Source: an optimization exercise on an open RTL-to-GDS flow (aim: small area, a short achievable clock period and few clock cycles). Production flows keep margins and buffers that such runs may drop. Only simulation tests tie the RTL to the original design; equivalence was not proved. Power and IR drop assume default switching activity.

$ cat flow/config.mk
export PLATFORM = sky130hd
export DESIGN_NAME = firdec
export DESIGN_NICKNAME = firdec
export VERILOG_FILES = /design/flow/design.v
export SDC_FILE = /design/flow/constraint.sdc
export NUM_CORES = 4
export LEC_CHECK = 0
export CAP_MARGIN = 20
export CORE_MARGIN = 2
export CORE_UTILIZATION = 40
export PLACE_DENSITY = 0.6
export SLEW_MARGIN = 20
$ cat flow/constraint.sdc
create_clock -name core_clock -period 16.0 [get_ports {clk}]
set_input_delay 3.2000 -clock core_clock [delete_from_list [all_inputs] [get_ports {clk}]]
set_output_delay 3.2000 -clock core_clock [all_outputs]
set_load 0.01 [all_outputs]
$ cat flow/design.v
module firdec (
    input  wire        clk,
    input  wire        rst,           
    input  wire        coef_we,
    input  wire [4:0]  coef_addr,
    input  wire [23:0] coef_data,
    input  wire [5:0]  cfg_ntaps,     
    input  wire [4:0]  cfg_df,        
    input  wire        in_valid,
    input  wire [23:0] in_x,          
    output wire        in_ready,
    output reg         out_valid,
    output reg  [23:0] out_y,         
    output reg         out_sat
);
    localparam S_IDLE = 2'd0;
    localparam S_MAC  = 2'd1;
    localparam S_DONE = 2'd2;
    reg [1:0] state;
    reg [23:0] coef [0:31];
    reg [23:0] dl   [0:62];       
    reg [4:0]  phase;             
    reg [5:0]  tap;
    reg signed [55:0] acc;
    assign in_ready = (state == S_IDLE);
    wire accept = in_valid && in_ready;
    always @(posedge clk) begin
        if (rst && coef_we)
            coef[coef_addr] <= coef_data;
    end
    wire [5:0] last_tap = cfg_ntaps - 6'd1;
    wire [5:0] half     = {1'b0, last_tap[5:1]};
    wire [5:0] cidx     = (tap <= half) ? tap : (last_tap - tap);
    wire signed [23:0] ck = coef[cidx[4:0]];
    wire signed [23:0] xk = dl[tap];
    wire signed [47:0] prod = ck * xk;
    wire signed [55:0] acc_next = acc + prod;
    wire        neg     = acc[55];
    wire [55:0] mag     = neg ? (~acc + 56'd1) : acc;
    wire [55:0] mag_rnd = (mag + 56'd4194304) >> 23;
    wire        ovf_pos = !neg && (mag_rnd > 56'd8388607);
    wire        ovf_neg =  neg && (mag_rnd > 56'd8388608);
    wire [23:0] y_rnd   = neg ? (~mag_rnd[23:0] + 24'd1) : mag_rnd[23:0];
    integer j;
    always @(posedge clk) begin
        if (rst) begin
            state     <= S_IDLE;
            phase     <= 5'd0;
            out_valid <= 1'b0;
            out_y     <= 24'd0;
            out_sat   <= 1'b0;
            for (j = 0; j < 63; j = j + 1)
                dl[j] <= 24'd0;
        end else begin
            out_valid <= 1'b0;
            case (state)
                S_IDLE: begin
                    if (accept) begin
                        dl[0] <= in_x;
                        for (j = 1; j < 63; j = j + 1)
                            dl[j] <= dl[j - 1];
                        if (phase + 5'd1 == cfg_df) begin
                            phase <= 5'd0;
                            tap   <= 6'd0;
                            acc   <= 56'sd0;
                            state <= S_MAC;
                        end else begin
                            phase <= phase + 5'd1;
                        end
                    end
                end
                S_MAC: begin
                    acc <= acc_next;
                    tap <= tap + 6'd1;
                    if (tap == last_tap)
                        state <= S_DONE;
                end
                S_DONE: begin
                    out_valid <= 1'b1;
                    out_sat   <= ovf_pos || ovf_neg;
                    out_y     <= ovf_pos ? 24'h7fffff :
                                 ovf_neg ? 24'h800000 : y_rnd;
                    state     <= S_IDLE;
                end
                default: state <= S_IDLE;
            endcase
        end
    end
endmodule
$ cat flow/run.sh
#!/bin/bash
# synth_recipe.tcl (not shown) runs the flow's synth.tcl, then flattens the netlist and writes it again
# the make line also repeats each setting of config.mk as NAME=value (left out here)
make -C /OpenROAD-flow-scripts/flow DESIGN_CONFIG=/design/flow/config.mk WORK_HOME=/design/flow/orfs CLKGATE_MAP_FILE= SYNTH_SCRIPT=/design/flow/synth_recipe.tcl finish
==> summary.txt, run 1 <==
The cell count of the worst hold path came out at 2. The relative slew slack is 16.5%. The layout cell share with drive strength beyond 1 is 7.11%. The number of nets in the synthesized netlist came out at 14,300.

The synthesized design spends more area on one cell type than any other, namely sky130_fd_sc_hd__dfxtp_1. The H-tree generated during clock tree synthesis spans 5 levels. The top-level I/O count came out at 95. In this run the cell area of the synthesized design comes to 123,000 um^2. The capture point of the worst reg-to-reg path is acc[55].

The worst-case hold slack came out at 436 ps. The portion of synthesized cell area occupied by the leading cell type is 25.2%. The floorplan step defined a die boundary enclosing 311,000 um^2.

Setup repair after global routing left no endpoint under its margin. The share of the cycle needed by the critical path after routing came out at 93.7%. In this run the mean area of a mapped cell was 9.18 um^2.

The first-iteration detailed-routing DRC count came out at 12,400. IR analysis of the VDD net gives a maximum drop of 0.000132 V. The floorplan has 203 rows. After synthesis the netlist holds a flip-flop and latch count of 2,375. The worst clock skew is 84.5 ps.

The tree is rooted in a sky130_fd_sc_hd__clkbuf_16. The initial cell density of the core came out at 40.1%. TritonCTS built the clock tree. The area growth from synthesis to layout came out at 12.1%. The arrival time at the worst endpoint is 15,560 ps.

The final critical path time including I/O delays and setup came out at 15,000 ps. Data on the critical path is required at its endpoint by 16,560 ps. The standby leakage power is 48.7 nW. The critical path startpoint is cfg_ntaps[0]. The count of maximum capacitance violations came out at 0.

The number of max-slew violations in the final report came out at 0. The instance count after placement with tap cells included is 16,900. No sink is reached through more buffers than the 4 on the longest clock path. In this run the most critical hold path is launched from dl[39][17]. The final route contains 101,000 vias. The number of synthesis warnings came out at 2. Ranked by total cell area, the synthesized netlist is headed by sky130_fd_sc_hd__dfxtp_1 (25%), sky130_fd_sc_hd__edfxtp_1 (20%), sky130_fd_sc_hd__fa_1 (11%), sky130_fd_sc_hd__nand2_1 (11%), sky130_fd_sc_hd__a21oi_1 (7.2%). The area of the core is 305,000 um^2. The number of design rule violations left after detail routing is 0.

The critical register-to-register path startpoint is tap[5]. The post-route non-filler standard cell count is 17,300. In this run the worst hold path is classified as reg -> reg. For hold timing, the worst endpoint is dl[40][17]. The post-cts sizing count is 0.

The net total in the final layout came out at 14,000. For this run, the leading register cell type out of synthesis is sky130_fd_sc_hd__dfxtp_1. The vertical die dimension is 557 um. The clock edge transition at the registers on the reported setup and hold paths is 70 ps. The pin slew with the least headroom to its limit came out at 1240 ps. The largest fanout of any net on the critical path came out at 23. The final setup violation count came out at 0. In this run, post-CTS hold repair placed 0 buffers. The latest clock arrival within the worst-skew pair came out at 890 ps. The final hold violation count was 0. The final weighted congestion in routability-driven placement came out at 0.909.

The endpoint class of the critical path is a flop. The sequential share of the synthesized area is 45.6%. The number of antenna violations at the first check in global routing came to 26.

After filler insertion, the fill cell instance count of the layout stands at 29,500. The number of sinks handled by clock tree synthesis is 2,375. The number of buffer cells added on primary ports came out at 94. From left edge to right edge, the die measures 557 um. The number of setup buffers added after CTS came out at 0. The first-pass GRT wire length came out at 642,000 um. The async set or reset register ratio after synthesis is 0%. The global-route usage over all layers came out at 27.5%.

The count of flip-flops with a built-in enable after synthesis is 830. The nature of the critical path startpoint is an input port. The cell count after synthesis is 13,300. Wires add up to 437,000 um.

The aggregate global routing overflow is 0. The number of cells traversed by the worst register-to-register path came out at 37. The final total negative setup slack came out at 0 ps. The flow ran to the end and the layout has no timing, DRC or antenna violations. The first-pass iteration count of the detailed router is 8. The minimum setup slack among reg-to-reg paths came out at 2660 ps. The number of buffers inserted during clock tree synthesis is 266. The largest stage delay on the critical path is 940 ps. The total half-perimeter wirelength after legalization and detailed placement is 267,000 um. Derived from the worst setup path, the maximum achievable clock frequency is 66.7 MHz.

The type of the setup path with the least slack is in -> reg. Dividing total power by cell area gives a power density of 126 nW/um^2. Dividing the detail-routed wire length by the instance count gives 25.2 um.

The standard cell with the maximum stage delay on the critical path is sky130_fd_sc_hd__nor3b_2. The detail route stage leaves a number of antenna-violating nets equal to 0. The via density per instance is 5.82. The maximum number of pins on one net before global-route repair came out at 238. The number of global-route vias before repair is 95,300. The distinct cell type count of the synthesized netlist came out at 90.
[through the flow]
stage                     setup WS (ps)  total power [mW]  util [%]  instance area, um^2
after floorplan                    1720              9.98         -               123000
after CTS                          1020              17.4      44.9               137000
final                              1000              17.3      45.0               137000
after global placement             44.3              11.2      42.1               129000
after global routing                291              18.2      45.0               137000
after detailed placement            170              11.2      42.1               129000
[cell type report]
cell class | instances | area [um^2] | area share, %
Clock buffer | 381 | 7760 | 5.65
Antenna cell | 15 | 37.5 | 0.0273
Inverter | 789 | 2960 | 2.16
Timing Repair Buffer | 413 | 3730 | 2.72
Multi-Input combinational cell | 9184 | 60900 | 44.4
Sequential cell | 2375 | 55900 | 40.7
Tap cell | 4100 | 5130 | 3.74
Clock inverter | 87 | 893 | 0.651
[cell usage after synthesis, drive strengths merged, types with 8 or more instances]
cell / instances
a2111oi: 8
a211oi: 227
a21boi: 70
a21o: 74
a21oi: 1765
a221oi: 301
a22o: 298
a22oi: 149
a311o: 96
a311oi: 74
a31oi: 42
and2: 16
and3: 207
and4: 10
buf: 62
clkbuf: 932
dfxtp: 1545
edfxtp: 830
fa: 695
ha: 193
inv: 789
mux2: 14
mux2i: 14
nand2: 3526
nand2b: 30
nand3: 98
nand3b: 34
nand4: 121
nor2: 237
nor2b: 17
nor3: 82
nor3b: 31
nor4: 36
o211a: 24
o211ai: 31
o21a: 18
o21ai: 368
o31ai: 21
o41ai: 8
or2: 8
or3: 24
or4: 28
xnor2: 85
xor2: 47
[worst max-delay path, delay by kind of cell]
kind | cells | cell delay (ps)
AOI/OAI and AO/OA | 12 | 3620
xor gates and xnor gates | 2 | 370
adders and majority gates | 10 | 4400
buffers and inverters | 10 | 1350
and+or+nand+nor | 10 | 2560
[worst max path at each step]
stage          endpoint  slack, ps  depth (start not counted)
6_report        acc[52]       1000                         44
4_1_cts         acc[52]       1020                         44
2_1_floorplan   acc[52]       1720                         46
3_3_place_gp    acc[52]         40                         44
5_1_grt         acc[55]        290                         45
3_5_place_dp    acc[52]        170                         44
[layout by cell type, fill, tap and decap left out, types with 34 or more instances in the layout]
cell	instances
sky130_fd_sc_hd__dfxtp_1	1545
sky130_fd_sc_hd__and3_1	206
sky130_fd_sc_hd__a22oi_1	149
sky130_fd_sc_hd__a21oi_1	1759
sky130_fd_sc_hd__clkdlybuf4s50_1	90
sky130_fd_sc_hd__a21boi_0	70
sky130_fd_sc_hd__a221oi_1	300
sky130_fd_sc_hd__o21ai_0	358
sky130_fd_sc_hd__nand3_1	95
sky130_fd_sc_hd__xor2_1	46
sky130_fd_sc_hd__a21o_1	74
sky130_fd_sc_hd__ha_1	193
sky130_fd_sc_hd__nand2_1	3504
sky130_fd_sc_hd__clkbuf_1	57
sky130_fd_sc_hd__a211oi_1	208
sky130_fd_sc_hd__fa_1	695
sky130_fd_sc_hd__nand4_1	120
sky130_fd_sc_hd__nor2_1	143
sky130_fd_sc_hd__inv_1	789
sky130_fd_sc_hd__buf_4	286
sky130_fd_sc_hd__a311oi_1	74
sky130_fd_sc_hd__a311o_1	96
sky130_fd_sc_hd__xnor2_1	84
sky130_fd_sc_hd__clkbuf_8	45
sky130_fd_sc_hd__nand3b_1	34
sky130_fd_sc_hd__a22o_1	298
sky130_fd_sc_hd__a31oi_1	42
sky130_fd_sc_hd__nor2_4	84
sky130_fd_sc_hd__clkbuf_16	276
sky130_fd_sc_hd__edfxtp_1	830
sky130_fd_sc_hd__nor3_1	79
[sequential cells by signal, summed over array words and instances, names as in the netlist]
name / flops
acc: 56
phase: 5
out_valid: 1
state: 2
out_sat: 1
dl: 1512
tap: 6
coef: 768
out_y: 24
[routing by layer]
metal	wire, um	GRT usage, %
met5	69	0
met4	23100	13.1
met3	39400	4.57
met2	197000	43.0
met1	178000	37.0
[logic make-up (layout without fill, tap and decap cells)]
| family | Yosys count | after routing | share of synthesized area [%] |
|---|---|---|---|
| AND/OR/NAND/NOR | 4518 | 4518 | 15.5 |
| AO/OA/AOI/OAI | 3618 | 3618 | 18.9 |
| flip-flops | 2375 | 2375 | 45.6 |
| buffers and inverters | 1783 | 1670 | 5.51 |
| adder cells (fa/ha/maj) | 888 | 888 | 13.3 |
| XOR/XNOR | 132 | 132 | 0.944 |
| multiplexers | 28 | 28 | 0.243 |
| other | 0 | 15 | 0 |
[power breakdown]
part	total [mW]	switching [mW]	internal (mW)
Combinational	4.90	3.03	1.87
Clock	6.16	2.56	3.61
Sequential	6.28	0.0170	6.26
Total	17.3	5.60	11.7
Testbench counts, summed over its fixed seeds: cycles 110,408.
==> run 2, diff against run 1 <==
--- a/flow/design.v
+++ b/flow/design.v
@@ -18,2 +18,3 @@
     localparam S_DONE = 2'd2;
+    localparam S_WAIT = 2'd3;
     reg [1:0] state;
@@ -24,2 +25,6 @@
     reg signed [55:0] acc;
+    reg signed [23:0] ck_r, xk_r;
+    reg signed [47:0] prod_r;
+    reg               va, vb, fa, fb;
+    reg [1:0]         wcnt;
     assign in_ready = (state == S_IDLE);
@@ -35,4 +40,4 @@
     wire signed [23:0] xk = dl[tap];
-    wire signed [47:0] prod = ck * xk;
-    wire signed [55:0] acc_next = acc + prod;
+    wire signed [47:0] prod = ck_r * xk_r;
+    wire signed [55:0] acc_next = acc + prod_r;
     wire        neg     = acc[55];
@@ -43,4 +48,15 @@
     wire [23:0] y_rnd   = neg ? (~mag_rnd[23:0] + 24'd1) : mag_rnd[23:0];
+    always @(posedge clk) begin
+        ck_r   <= ck;
+        xk_r   <= xk;
+        prod_r <= prod;
+        va     <= (state == S_MAC) && !rst;
+        vb     <= va && !rst;
+        fa     <= (tap == 6'd0);
+        fb     <= fa;
+    end
     integer j;
     always @(posedge clk) begin
+        if (vb && !rst)
+            acc <= fb ? {{8{prod_r[47]}}, prod_r} : acc_next;
         if (rst) begin
@@ -64,3 +80,2 @@
                             tap   <= 6'd0;
-                            acc   <= 56'sd0;
                             state <= S_MAC;
@@ -72,5 +87,10 @@
                 S_MAC: begin
-                    acc <= acc_next;
                     tap <= tap + 6'd1;
+                    wcnt <= 2'd0;
                     if (tap == last_tap)
+                        state <= S_WAIT;
+                end
+                S_WAIT: begin
+                    wcnt <= wcnt + 2'd1;
+                    if (wcnt == 2'd2)
                         state <= S_DONE;
==> run 2 against run 1 <==
Via count decreased by 5.5%. Worst setup slack improved by 6400 ps. Area after synthesis increased by 0.18%. Clock power decreased by 1%. Fmax increased by 74%. Hold slack got worse by 14 ps. Flip-flop and latch count increased by 102. Non-clock buffer count decreased by 88. Critical path type unchanged. Critical endpoint is now ck_r[20].
==> summary.txt, run 2 <==
The standby leakage power is 47.5 nW. In this run, synthesis inferred 832 flip-flops with an integrated enable. The area growth from synthesis to layout came out at 11.3%. The number of max-slew violations in the final report was 0. The first-iteration detailed-routing DRC count is 12,100. The die footprint came out at 311,000 um^2. The post-detailed-route count of antenna-violating nets is 0.

The total wire length is 407,000 um. A synthesized cell averages 9.60 um^2. TritonCTS built the clock tree. The die width is 558 um.

The final weighted congestion in routability-driven placement came out at 0.847. For this design, the CTS-stage hold fixing added 0 buffers. The number of buffer cells added on primary ports is 94. The flow ran to the end and the layout has no timing, DRC or antenna violations. Global routing used 25.6% of the available tracks across all layers. The share of total power in the clock network is 18.7%. In the post-synthesis netlist, the biggest area contributors are sky130_fd_sc_hd__dfxtp_1 (27%), sky130_fd_sc_hd__edfxtp_1 (20%), sky130_fd_sc_hd__nand2_1 (11%), sky130_fd_sc_hd__fa_1 (9.9%), sky130_fd_sc_hd__a21oi_1 (6.8%).

The core region is 306,000 um^2. Setup repair after global routing left no endpoint under its margin. After global routing the overflow that remains totals 0. The vertical die dimension is 558 um.

The largest fanout of any net on the critical path is 46. The register with the most flip-flops in the layout has 1,512 of them. At the pin with the least slew margin, the transition time is 1300 ps. The maximum clock path buffer count is 4.

The power per standard cell area came out at 239 nW/um^2. The placed cell area came out at 128,000 um^2. The worst path uses 53.7% of the clock period.

Registers are responsible for 21.9% of the overall power. The sequential share of the synthesized area came out at 47.2%. Counting flops per register, the top entry is dl. The final total negative setup slack is 0 ps.

The required time reported for the critical path endpoint is 16,750 ps. The arrival time at the worst endpoint is 9350 ps. The summed area of non-filler cells in the final layout came out at 137,000 um^2.

The nature of the critical path startpoint is an input port. The number of antenna violations at the first check in global routing is 30. In this run the number of H-tree levels came out at 4.

After synthesis, the share of flip-flops with an asynchronous set or reset is 0%. The number of design rule violations left after detail routing is 0. The first-pass GRT wire length came out at 599,000 um.

In this run the clock root is driven by a sky130_fd_sc_hd__clkbuf_16. The largest registers in the layout are dl x1512, coef x768, acc x56. The min-delay analysis places its worst path in the category reg -> reg.

The relative slew slack came out at 13.3%. The first-pass iteration count of the detailed router came out at 7. The routed via count came out at 95,400.

STA classifies the critical path endpoint as a flop. The switching share of power came out at 42.2%. After synthesis, the most frequently instantiated cells are sky130_fd_sc_hd__nand2_1 (3,505), sky130_fd_sc_hd__a21oi_1 (1,671), sky130_fd_sc_hd__dfxtp_1 (1,645).

The initialized floorplan defines 203 standard-cell rows. The initial cell density of the core is 40.2%. After synthesis the cells add up to 123,000 um^2. The net total in the final layout came out at 13,400. In the final layout, the share of cells above drive strength 1 is 8.38%. The final hold violation count is 0. The largest total area in the synthesized netlist belongs to sky130_fd_sc_hd__dfxtp_1.

For this design the top-level I/O count stands at 95. The internal power summed over all cells is 18.9 mW. The final setup violation count came out at 0. The total of flip-flops plus latches after synthesis is 2,477. The portion of synthesized cell area occupied by the leading cell type came out at 26.8%. The cell count after synthesis is 12,800. The worst setup path is of the in -> reg kind.

Counting every sink on the clock net gives 2,477. Cells fill 44.7% of the core in the end. The number of global-route vias before repair came to 90,000. The number of buffers inserted during clock tree synthesis came out at 245.

The number of synthesis warnings came out at 2. The latest clock arrival within the worst-skew pair is 960 ps. The maximum operating frequency is 116 MHz.

The leading register cell type out of synthesis is sky130_fd_sc_hd__dfxtp_1. In this run, post-CTS repair resized a total of 0 instances. Entering global routing, the biggest net connects 221 pins.

In the post-synthesis netlist, the cell with the most instances is sky130_fd_sc_hd__nand2_1. The final critical path time including I/O delays and setup came out at 8600 ps. The number of nets in the synthesized netlist came out at 13,700. The number of setup buffers added after CTS is 0. Per report_power, the combinational group accounts for 59.4% of the total. The via density per instance is 5.68. After synthesis, the netlist uses 92 different library cells. The count of maximum capacitance violations is 0. The peak supply drop is 0.000722 V.

The total of fill cells in the finished design came out at 29,000. Leaving out fill and tap cells, the most frequent cells in the layout are sky130_fd_sc_hd__nand2_1 (3,504), sky130_fd_sc_hd__a21oi_1 (1,668), sky130_fd_sc_hd__dfxtp_1 (1,640). The total half-perimeter wirelength after legalization and detailed placement came out at 244,000 um. The clock edge transition at the registers on the reported setup and hold paths came out at 60 ps. For the final database, setup skew stands at 91.7 ps. The net switching power of the design is 13.8 mW. The most common cell after layout, fill and taps aside is sky130_fd_sc_hd__nand2_1. The average wire length per cell after detail routing came out at 24.2 um.
[run 2: cell types whose count changed after synthesis, moves of 100 or more]
| cell | before | now |
|---|---|---|
| sky130_fd_sc_hd__and2_1 | 16 | 284 |
| sky130_fd_sc_hd__o21ai_0 | 359 | 160 |
| sky130_fd_sc_hd__mux4_2 | 0 | 194 |
| sky130_fd_sc_hd__and3_1 | 206 | 13 |
| sky130_fd_sc_hd__a211oi_1 | 208 | 21 |
| sky130_fd_sc_hd__a22oi_1 | 149 | 329 |
| sky130_fd_sc_hd__inv_1 | 789 | 647 |
| sky130_fd_sc_hd__clkbuf_1 | 932 | 803 |
| sky130_fd_sc_hd__dfxtp_1 | 1545 | 1645 |
[run 2: layout make-up]
| class | count | area (um^2) | share of cell area [%] |
|---|---|---|---|
| multi-input combinational | 8771 | 59800 | 43.8 |
| sequential | 2477 | 57900 | 42.4 |
| clock buffer | 332 | 6970 | 5.11 |
| tap | 4100 | 5130 | 3.76 |
| timing repair buffer | 325 | 2770 | 2.03 |
| inverter | 649 | 2440 | 1.78 |
| clock inverter | 119 | 1460 | 1.07 |
| antenna | 14 | 35.0 | 0.0257 |
[run 2: cells by family after synthesis]
group / count (synthesis) / share of synthesized area (%)
compound gates: 2889 / 14.5
simple gates: 4565 / 15.6
fa+ha+maj: 817 / 12.1
mux: 303 / 4.50
xor+xnor: 197 / 1.42
buf+inv: 1536 / 4.72
flops: 2477 / 47.2
[run 2: path summary, 6_finish.rpt]
check	from	endpoint	slack, ps	cells after the start
max	cfg_ntaps[0]	ck_r[20]	7400	20
min	fa	fb	420	0
max reg2reg	ck_r[9]	prod_r[46]	7790	27
min reg2reg	fa	fb	420	0
[run 2: per-stage QoR]
step / std cells / hold WS [ps] / power, mW / worst slack (ps)
detailed placement: 16300 / 438 / 26.6 / 6380
finish: 16800 / 422 / 32.6 / 7400
global placement: 16300 / 437 / 26.3 / 6400
floorplan: 12800 / 310 / 21.9 / 8830
CTS: 16800 / 420 / 32.7 / 7330
global route: 16800 / 451 / 35.5 / 6820
[run 2: worst max-delay path: stages]
cell                              delay (ps)
sky130_fd_sc_hd__clkdlybuf4s50_1         510
sky130_fd_sc_hd__inv_1                    60
sky130_fd_sc_hd__ha_1                    220
sky130_fd_sc_hd__xor2_1                  220
sky130_fd_sc_hd__inv_1                    70
sky130_fd_sc_hd__ha_1                    280
sky130_fd_sc_hd__nor2b_1                 130
sky130_fd_sc_hd__o21a_1                  160
sky130_fd_sc_hd__o21ai_0                 150
sky130_fd_sc_hd__nand2b_1                 70
sky130_fd_sc_hd__a21oi_1                 150
sky130_fd_sc_hd__a31oi_1                  60
sky130_fd_sc_hd__nor2_1                  720
sky130_fd_sc_hd__mux2i_4                 540
sky130_fd_sc_hd__buf_4                   820
sky130_fd_sc_hd__buf_4                   820
sky130_fd_sc_hd__mux4_2                  600
sky130_fd_sc_hd__mux2_2                  280
sky130_fd_sc_hd__a21oi_1                 130
sky130_fd_sc_hd__o21ai_0                 100
[run 2: per-layer routing]
metal / up-vias / part of all wire, % / wire [um] / GRT usage (%)
li1: 43200 / - / - / -
met1: 47200 / 41 / 169000 / 35.1
met2: 4130 / 45 / 184000 / 40.4
met3: 848 / 8.8 / 35900 / 4.14
met4: 14 / 4.3 / 17600 / 9.89
met5: - / 0.023 / 93 / 0
[run 2: power by group through the flow]
stage / logic, mW / clock network, mW / registers (mW)
floorplan: 14.7 / 0 / 7.18
global placement: 19.1 / 0 / 7.28
detailed placement: 19.3 / 0 / 7.28
CTS: 19.4 / 6.16 / 7.15
global route: 22.0 / 6.39 / 7.16
finish: 19.4 / 6.09 / 7.15
Testbench counts of run 2, summed over its fixed seeds: cycles 115,208.
==> run 3, diff against run 2 <==
--- a/flow/design.v
+++ b/flow/design.v
@@ -35,3 +35,7 @@
     end
-    wire [5:0] last_tap = cfg_ntaps - 6'd1;
+    reg  [5:0] nt_r;
+    always @(posedge clk)
+        if (rst)
+            nt_r <= cfg_ntaps;
+    wire [5:0] last_tap = nt_r - 6'd1;
     wire [5:0] half     = {1'b0, last_tap[5:1]};
==> run 3 against run 2 <==
Flip-flop and latch count grew 6. Cell count increased by 0.34%. Synthesized cell count grew 0.19%. Count of clock-buffer cells in the layout is 66 higher. Global-route usage down 0.055 points. Hold slack improved by 14 ps. Largest power group unchanged.
==> summary.txt, run 3 <==
The flow ran to the end and the layout has no timing, DRC or antenna violations. The tightest hold path in the finished design has a slack of 435 ps. The maximum level of the CTS H-tree is 5.

The count of flip-flops with a built-in enable after synthesis is 838. Yosys instantiated no cell more often than sky130_fd_sc_hd__nand2_1. Once detail routing completed, the nets flagged for antenna violations numbered 0.

For this run, the top clock speed supported by timing is 119 MHz. Measured in cells, the most critical reg-to-reg path has a length of 28. Routability-driven placement finished with a final weighted congestion of 0.889.

The count of maximum capacitance violations came out at 0. The average cell area after synthesis came out at 9.59 um^2. The number of synthesis warnings came out at 2. TritonCTS built the clock tree. The largest stage delay on the critical path came out at 850 ps. The number of design rule violations left after detail routing came out at 0. The capture point of the worst reg-to-reg path is prod_r[47].

The layout cell share with drive strength beyond 1 is 8.07%. The top-level I/O count is 95. The synthesized netlist occupies a cell area of 123,000 um^2.

The cell count after synthesis came out at 12,800. The async set or reset register ratio after synthesis came out at 0%. The final worst-path setup slack is 7570 ps. The worst hold path begins at dl[6][13].

The first-pass GRT wire length came out at 598,000 um. The clock reaches the later pin of the worst-skew pair after 860 ps. The largest registers in the layout are dl x1512, coef x768, acc x56.

The area growth from synthesis to layout is 11.6%. The area of the core is 306,000 um^2. Sorting the synthesized cells by how often they occur yields sky130_fd_sc_hd__nand2_1 (3,537), sky130_fd_sc_hd__a21oi_1 (1,686), sky130_fd_sc_hd__dfxtp_1 (1,645). The post-cts sizing count is 0. In the layout the commonest cells are sky130_fd_sc_hd__nand2_1 (3,535), sky130_fd_sc_hd__a21oi_1 (1,684), sky130_fd_sc_hd__dfxtp_1 (1,644). The number of max-slew violations in the final report is 0. The via density per instance came out at 5.63. For this run, the number of standard cells in the final layout without fillers is 16,800. The routed via count is 94,800. Post-CTS timing repair inserted 0 buffers for setup. The total of flip-flops plus latches after synthesis came out at 2,483. The min-delay analysis places its worst path in the category reg -> reg. The total wire length came out at 407,000 um.

The number of sinks handled by clock tree synthesis is 2,483. At the pin with the least slew margin, the transition time is 1190 ps. The power per standard cell area came out at 264 nW/um^2.

The arrival time at the worst endpoint is 9200 ps. The number of global-route vias before repair came out at 89,000. OpenSTA, run right after detailed placement, puts the worst setup slack at 7520 ps. The number of buffers inserted during clock tree synthesis is 275. Subtracting the final worst setup slack from the clock period gives 8430 ps. The total half-perimeter wirelength after legalization and detailed placement is 252,000 um.

The synthesized design spends more area on one cell type than any other, namely sky130_fd_sc_hd__dfxtp_1. The vertical die dimension is 558 um. The number of nets in the synthesized netlist is 13,700. After clock tree synthesis, the clock-pin slew on the worst setup and hold paths is 60 ps. The distinct cell type count of the synthesized netlist came out at 89.

The number of antenna violations at the first check in global routing came out at 19. Of all nets on the critical path, the largest fanout is 24. The aggregate global routing overflow is 0. The relative slew slack is 20.5%. The first-iteration detailed-routing DRC count came out at 12,600. The die footprint came out at 311,000 um^2. The flip-flop count of the largest register, all copies and words added is 1,512. The standby leakage power is 47.7 nW. STA classifies the critical path endpoint as a flop. The final hold violation count was 0. In the synthesized netlist the dominant register cell turns out to be sky130_fd_sc_hd__dfxtp_1. For this design, the slowest cell found on the critical path is sky130_fd_sc_hd__dfxtp_1. Setup repair after global routing left no endpoint under its margin.

The average wire length per cell after detail routing came out at 24.1 um. The first TritonRoute pass finished after 6 iterations. The required time reported for the critical path endpoint came out at 16,770 ps. The final setup violation count is 0. Of the post-synthesis cell area, the dominant cell type holds 26.8%. The share of the cycle needed by the critical path after routing came out at 52.7%.

In the final timing run, aggregate negative setup slack is 0 ps. By area the synthesized netlist is led by sky130_fd_sc_hd__dfxtp_1 (27%), sky130_fd_sc_hd__edfxtp_1 (20%), sky130_fd_sc_hd__nand2_1 (11%), sky130_fd_sc_hd__fa_1 (9.9%), sky130_fd_sc_hd__a21oi_1 (6.9%). The cell at the root of the clock tree is sky130_fd_sc_hd__clkbuf_16.

Once placement finished, the instance area stood at 128,000 um^2. The number of buffer cells added on primary ports is 94. The global-route usage over all layers came out at 25.5%.

In this run, placement finished with an instance count of 16,300. Once the floorplan was initialized, standard cells occupied 40.2% of the core. The number of hold buffers added after CTS came out at 0.

The critical register-to-register path startpoint is xk_r[1]. The cell count of the worst hold path came out at 2. The sequential share of the synthesized area came out at 47.3%. The peak supply drop is 0.00100 V. The overall power consumption came out at 36.2 mW. The maximum clock path buffer count came out at 4. The library cell used most frequently in the layout, excluding fill and tap cells, is sky130_fd_sc_hd__nand2_1. The critical path startpoint is xk_r[1]. The worst clock skew is 52.1 ps. Measured along the x axis, the die boundary spans 558 um. The critical path in this run is classified as reg -> reg. The net total in the final layout is 13,400.

The worst setup path is launched from a flop. Measured on the finished design, the core utilization comes to 44.8%. The floorplan has 203 rows.

The path with the worst hold slack has its endpoint at dl[7][13]. The summed area of non-filler cells in the final layout is 137,000 um^2. Across all register-to-register paths, the minimum setup slack is 7570 ps. Among the stages of the critical path, the cell type that occurs most often is sky130_fd_sc_hd__fa_1. Entering global routing, the biggest net connects 212 pins. The total of fill cells in the finished design came out at 29,200. The most flop-heavy register is dl.
[run 3: power breakdown]
| part | switching (mW) | total [mW] | internal (mW) |
|---|---|---|---|
| combinational | 13.0 | 22.6 | 9.65 |
| sequential | 0.141 | 7.20 | 7.05 |
| clock | 2.61 | 6.36 | 3.76 |
| total | 15.7 | 36.2 | 20.5 |
[run 3: layer usage]
layer  up-vias  part of all wire, %  GRT usage (%)
li1      43300                    -              -
met4        14                  4.2           9.26
met5         -                0.020              0
met2      4028                   44           39.2
met3       796                  8.9           4.04
met1     46600                   43           36.2
[run 3: worst max path at each step]
stage                       to  slack, ps
global route        prod_r[47]       7040
floorplan           prod_r[47]       8340
detailed placement  prod_r[47]       7520
global placement    prod_r[47]       7570
CTS                 prod_r[47]       7540
finish              prod_r[47]       7570
[run 3: cell type report]
class / instances / area, um^2 / area share (%)
Multi-Input combinational cell: 8805 / 59700 / 43.6
Sequential cell: 2483 / 58100 / 42.4
Clock buffer: 398 / 8130 / 5.94
Tap cell: 4100 / 5130 / 3.75
Timing Repair Buffer: 315 / 2680 / 1.96
Inverter: 640 / 2400 / 1.75
Clock inverter: 80 / 817 / 0.596
Antenna cell: 23 / 57.6 / 0.0420
[run 3: worst max-delay path: cells and delay by family (launching register included)]
kind                     cells  cell delay, ps
adder cells (fa/ha/maj)      8            3450
AO/OA/AOI/OAI               12            3210
flip-flops                   1             850
buffers and inverters        6             490
AND/OR/NAND/NOR              1             260
XOR/XNOR                     1             140
[run 3: kinds of logic (layout without fill, tap and decap cells)]
| kind of cell | Yosys count | in the layout | share of synthesized area [%] |
|---|---|---|---|
| and+or+nand+nor | 4601 | 4601 | 15.6 |
| xor gates and xnor gates | 186 | 186 | 1.33 |
| AOI/OAI and AO/OA | 2856 | 2856 | 14.2 |
| other | 0 | 23 | 0 |
| adders and majority gates | 817 | 817 | 12.0 |
| buffers and inverters | 1520 | 1433 | 4.68 |
| DFF | 2483 | 2483 | 47.3 |
| muxes | 345 | 345 | 4.83 |
Testbench counts of run 3, summed over its fixed seeds: cycles 115,208.

## static timing again, ports no longer ideal
The results above use ideal ports. As a check the final layouts listed here were re-extracted and re-timed, cells and wires unchanged.
Step 1, drivers: a clkbuf_16 drives clk and a buf_2 each remaining input, both assumed.
Step 2 adds t to the input delays and takes it off the output delays; t is the mean of the earliest and latest rising clock arrival at the registers after step 1. Input paths then give back, and output paths get back, about the clock's delay inside the block.
Slacks: no drivers / after step 1 / after step 2; pairs: no drivers / after step 1.
run	shift t [ns]	slack for setup (ns)	worst setup path after step 2	slew at the worst register clock pin (ns)	cell pins on the clock port's net
run 1	0.941	1.005 / 1.071 / 0.130	input to register	0.07 / 0.07	1
run 2	1.025	7.404 / 7.488 / 6.463	input to register	0.07 / 0.07	1
run 3	0.934	7.572 / 7.572 / 7.572	register to register	0.07 / 0.07	1
After both steps every run listed still meets setup and hold. For run 2, which loses most, drivers alone change the setup slack by +0.084 ns; drivers and shift together by -0.941 ns.
